From an optimization exercise on the open Yosys and OpenROAD flow, aimed at small area, a short achievable clock period and few clock cycles; shortcuts taken in it are not production practice. At most, simulation tests tie the RTL to the original design; equivalence was not proved. Power is estimated from default activity; no workload was simulated.

==> flow/design.v (excerpt) <==
module fondant_dec (
    input  wire        clk,
    input  wire        rst,
    input  wire        start,
    output wire        start_ready,
    input  wire [4:0]  s_depth,        
    input  wire [4:0]  s_k,            
    input  wire [3:0]  s_rows_m1,
    input  wire [5:0]  s_cols_m1,
    input  wire [15:0] s_len,          
    input  wire        in_valid,
    output wire        in_ready,
    input  wire [31:0] in_data,
    output reg         pix_valid,
    output reg  [15:0] pix_y,
    output reg         done
);
Settings: LEC_CHECK=0, ABC_AREA=1, CAP_MARGIN=20, CORE_MARGIN=2, CORE_UTILIZATION=65, CTS_BUF_LIST=sky130_fd_sc_hd__clkbuf_16, CTS_CLUSTER_DIAMETER=80, CTS_CLUSTER_SIZE=25, PLACE_DENSITY=0.75, SLEW_MARGIN=20; clock period 36.0 ns.
standard.sh (not shown) runs the stock make flow with config.mk's settings and CLKGATE_MAP_FILE= SYNTH_SCRIPT=/design/flow/synth_recipe.tcl, a recipe that flattens the netlist after the stock synthesis.
==> flow/flow/run.sh <==
#!/bin/bash
set -euo pipefail
export BUFFER_PORTS_ARGS="-buffer_cell sky130_fd_sc_hd__buf_1"
export SETUP_SLACK_MARGIN=28
bash standard.sh > make.log 2>&1
Testbench counts at the start, summed over its fixed seeds: cycles 330,320.
Edit:
--- a/flow/design.v
+++ b/flow/design.v
@@ -170,41 +170,47 @@
     wire [2:0]  vsum     = {2'b00, v0} + {2'b00, v1} + {2'b00, v2} + {2'b00, v3} + {2'b00, rdy};
     wire        q_full   = vsum[2] & ~pop;
     wire        wl_more_o = ~((in_ready_r & acc_d) ? wr_is2 :
                               (in_ready_r | acc_d) ? wr_is1 : wr_is0);
     wire [2:0]  vsum_o    = {2'b00, v0} + {2'b00, v1} + {2'b00, v2} + {2'b00, v3} + {2'b00, in_ready_r};
     wire        q_full_o  = vsum_o[2] & ~pop;
     reg [15:0] ring [0:63];
     reg [15:0] cr;                
     reg [15:0] dreg;              
     wire [15:0] lc = cr;
     wire [15:0] uc = ring[63];
     wire [15:0] dc = dreg;
-    wire        lt_du  = (dc < uc);
-    wire        lt_lu  = (lc < uc);
-    wire        lt_ld  = (lc < dc);
-    wire        p_min  = lt_ld & ~lt_du;       
-    wire        p_max  = ~lt_ld & lt_du;       
-    wire [15:0] grad16 = lc + uc - dc;         
+    wire [16:0] d_du   = {1'b0, dc} - {1'b0, uc};
+    wire        ud_ge  = ~d_du[16];
+    wire        ud_le  = d_du[16] | (dc == uc);
+    wire [16:0] d_lu   = {1'b0, lc} - {1'b0, uc};
+    wire [16:0] d_ld   = {1'b0, lc} - {1'b0, dc};
+    wire        l_ge_u = ~d_lu[16];
+    wire        l_le_u = d_lu[16] | (lc == uc);
+    wire        l_ge_d = ~d_ld[16];
+    wire        l_le_d = d_ld[16] | (lc == dc);
+    wire        p_min  = l_le_d & ud_ge;       
+    wire        p_max  = l_ge_d & ud_le;       
+    wire [15:0] grad16 = lc + uc - dc;    
     wire [17:0] grad   = {2'b00, grad16};
     reg  [17:0] pred;
     always @* begin
         if (prow0)
             pred = {2'b00, lc};
         else if (pcol0)
             pred = {2'b00, uc};
         else if (p_min)
-            pred = lt_lu ? {2'b00, lc} : {2'b00, uc};
+            pred = l_le_u ? {2'b00, lc} : {2'b00, uc};
         else if (p_max)
-            pred = lt_lu ? {2'b00, uc} : {2'b00, lc};
+            pred = l_ge_u ? {2'b00, lc} : {2'b00, uc};
         else
             pred = grad;
     end
     wire [17:0] e18  = {18{pm[0]}} ^ {3'b000, pm[15:1]};
     wire [17:0] ec   = e18 + (pm[0] ? {2'b00, q} : {2'b11, ~q}) + {17'd0, pm[0]};
     wire [17:0] s1   = pred + e18;
     wire [17:0] s2   = pred + ec;
     wire        use2 = pm[0] ? s1[17] : ~s2[17];
     wire [15:0] code = pfirst ? pm : (use2 ? s2[15:0] : s1[15:0]);
     reg yv, ylast;
     wire [15:0] yraw  = cr * {10'd0, w6} + {11'd0, k_r};
     wire        yover = (cr == q) & ({1'b0, k_r} > dr);
Core utilization rises by 0.19 points.
Combinational power hardly moves.
Synthesized cell count falls slightly.
Total power rises slightly.
Design area barely changes.
Maximum frequency stays flat.
Via count falls slightly.
Clock power rises by a few percent.
Routed wire length hardly moves.
Setup slack loses 0.0037 ns.
Critical path depth is unchanged.
Area after synthesis hardly moves.
Non-clock buffer count falls by 2.
Global-route usage stays flat.
Testbench counts after the change, summed over its fixed seeds: cycles 330,320.

* * *

Setup of old:
Another version of the RTL of fondant_dec (not shown whole).
Size in the first run: roughly 5200 cells after synthesis.
export LEC_CHECK = 0
export ABC_AREA = 1
export CAP_MARGIN = 20
export CORE_MARGIN = 2
export CORE_UTILIZATION = 65
export CTS_BUF_LIST = sky130_fd_sc_hd__clkbuf_16
export CTS_CLUSTER_DIAMETER = 80
export CTS_CLUSTER_SIZE = 25
export PLACE_DENSITY = 0.75
export SLEW_MARGIN = 20
create_clock -name core_clock -period 36.0 [get_ports {clk}]
==> flow/flow/run.sh <==
#!/bin/bash
# The standard layout, with a stronger buffer (buf_4) on every input and
# output port than the default choice, and ORFS's timing repair asked to
# leave 28 ns of setup slack at the design's period (36 ns), so that it
# shortens the slowest paths. The constraints are the design's own.
# Each step's output goes to its own log under orfs/logs; make's own output
# goes to make.log here.
set -euo pipefail
export BUFFER_PORTS_ARGS="-buffer_cell sky130_fd_sc_hd__buf_4"
export SETUP_SLACK_MARGIN=28
bash standard.sh > make.log 2>&1
Testbench counts of old, summed over its fixed seeds: cycles 330,320.
#### Input delta (new over old)
--- a/flow/design.v
+++ b/flow/design.v
@@ -123,24 +123,21 @@
     wire [20:0] a_nx   = first ? a0 : (halve ? {1'b0, xsum[20:1]} : xsum);
     wire [4:0]  n_nx   = first ? 5'd1 : (halve ? 5'd16 : ncnt + 5'd1);
     reg  [5:0] sc;                
     wire       ctake = pv & (pfirst | (pcol == sc));
     wire       pfree = ~pv | ctake;
     wire       dec   = (state == S_RUN) & wv & pfree;
     wire       p_last = (pi == rows_m1_r) & (pj == cols_m1_r);
     wire [5:0] pn    = {1'b0, pos} + (dec ? flen : 6'd0);
     wire       pop   = pn[5];
-    wire [63:0] fs5 = pn[5] ? {q1, q2} : {q0, q1};
-    wire [47:0] fs4 = pn[4] ? fs5[47:0] : fs5[63:16];
-    wire [39:0] fs3 = pn[3] ? fs4[39:0] : fs4[47:8];
-    wire [35:0] fs2 = pn[2] ? fs3[35:0] : fs3[39:4];
-    wire [33:0] fs1 = pn[1] ? fs2[33:0] : fs2[35:2];
-    wire [31:0] win_nx = pn[0] ? fs1[32:1] : fs1[33:2];
+    wire [95:0] qcat = {q0, q1, q2};
+    wire [95:0] qsh  = qcat << pn;
+    wire [31:0] win_nx = qsh[95:64];
     wire wr_hi0 = (wrem[10:2] == 9'd0);
     wire wr_is0 = wr_hi0 & (wrem[1:0] == 2'd0);
     wire wr_is1 = wr_hi0 & (wrem[1:0] == 2'd1);
     wire wr_is2 = wr_hi0 & (wrem[1:0] == 2'd2);
     wire allin  = wr_is0;
     wire ok0 = v0 | (allin & ~(v0 | v1 | v2 | v3));
     wire ok1 = v1 | (allin & ~(v1 | v2 | v3));
     wire ok2 = v2 | (allin & ~(v2 | v3));
     wire need0 = ~pn[5];
@@ -200,24 +197,19 @@
     wire [17:0] e18  = {18{pm[0]}} ^ {3'b000, pm[15:1]};
     wire [17:0] ec   = e18 + (pm[0] ? {2'b00, q} : {2'b11, ~q}) + {17'd0, pm[0]};
     wire [17:0] s1   = pred + e18;
     wire [17:0] s2   = pred + ec;
     wire        use2 = pm[0] ? s1[17] : ~s2[17];
     wire [15:0] code = pfirst ? pm : (use2 ? s2[15:0] : s1[15:0]);
     reg yv, ylast;
     wire [15:0] yraw  = cr * {10'd0, w6} + {11'd0, k_r};
     wire        yover = (cr == q) & ({1'b0, k_r} > dr);
-    reg  [15:0] maxv;             
-    integer     mi;
-    always @* begin
-        for (mi = 0; mi < 16; mi = mi + 1)
-            maxv[mi] = (b_r > mi);
-    end
+    wire [15:0] maxv  = (17'd1 << b_r) - 17'd1;
     always @(posedge clk) begin
         if (rst) begin
             state         <= S_IDLE;
             start_ready_r <= 1'b1;
             in_ready_r    <= 1'b0;
             rdy           <= 1'b0;
             v0 <= 1'b0; v1 <= 1'b0; v2 <= 1'b0; v3 <= 1'b0;
             wv            <= 1'b0;
             pv            <= 1'b0;
@@ -248,19 +240,19 @@
                 default: begin
                     v0 <= v0n; v1 <= v1n; v2 <= v2n; v3 <= v3n;
                     wv <= wv_nx;
                     in_ready_r <= ~q_full_o & wl_more_o;
                     rdy        <= ~q_full & wl_more;
                     if (state == S_DIV && d_last)
                         state <= S_RUN;
                     if (dec && p_last)
                         state <= S_DRAIN;
-                    if (state == S_DRAIN && (!pv || ctake)) begin
+                    if (state == S_DRAIN && !pv && !ctake) begin
                         state         <= S_IDLE;
                         start_ready_r <= 1'b1;
                     end
                 end
             endcase
         end
     end
     always @(posedge clk) begin
         if (state == S_IDLE) begin
==> comparison <==
new finished end to end and its layout was clean on timing, DRC and antenna.
[compare] base=old new=new: worst slew margin relative to its limit fell by 1.2 points; detailed-routing wirelength on met1 went up.
Per the comparison of new with old, standby leakage power increased 3.5%, maximum number of pins on one net before global-route repair went up, maximum frequency has remained practically unchanged.
Comparing new with old, the final period utilization came out essentially unchanged.
Clock-buffer cell count grows by a few percent when moving from old to new.
Diff old -> new: final cell count went up 478, worst setup slack after layout held, adder-cell share of the synthesized area went down 0.26 points, total clock buffers created by CTS went up 1, clock share of power went down 0.5 points.
Design area | new above old
Of new and old, new shows the higher die span in x, with old below it.
For new, only the layout was checked, not whether the RTL still works.

[port drivers added, routing unchanged]
How much do the figures lean on ideal ports? The routed layouts below were timed once more, with nothing changed but the port constraints.
Step 1: set_driving_cell puts a clkbuf_16 on clk and a buf_2 on each other input, an assumption about the parent block.
Step 2, shift: input delay + t, output delay - t, t = (earliest + latest rising clock arrival at the registers) / 2. This alone moves slack from input paths to output paths.
Three values: ideal, step 1, step 2; two values: the first two.
run	shift t [ns]	setup slack, ns	worst setup path at the end	slew at the worst register clock pin (ns)	worst data-port slew with drivers (ns)
the first run of note 1	0.703	27.687 / 27.622 / 27.859	input to register	0.10 / 0.10	0.05
the second run of note 1	0.720	27.683 / 27.617 / 27.555	input to register	0.10 / 0.10	0.04
old	0.728	27.668 / 27.601 / 27.946	input to register	0.10 / 0.10	0.07
new	0.706	27.669 / 27.601 / 27.979	input to register	0.10 / 0.10	0.06
After both steps setup and hold are still met in every run listed. The setup slack of the second run of note 1, which loses most, moves by -0.066 ns with the drivers and by -0.128 ns with both steps.
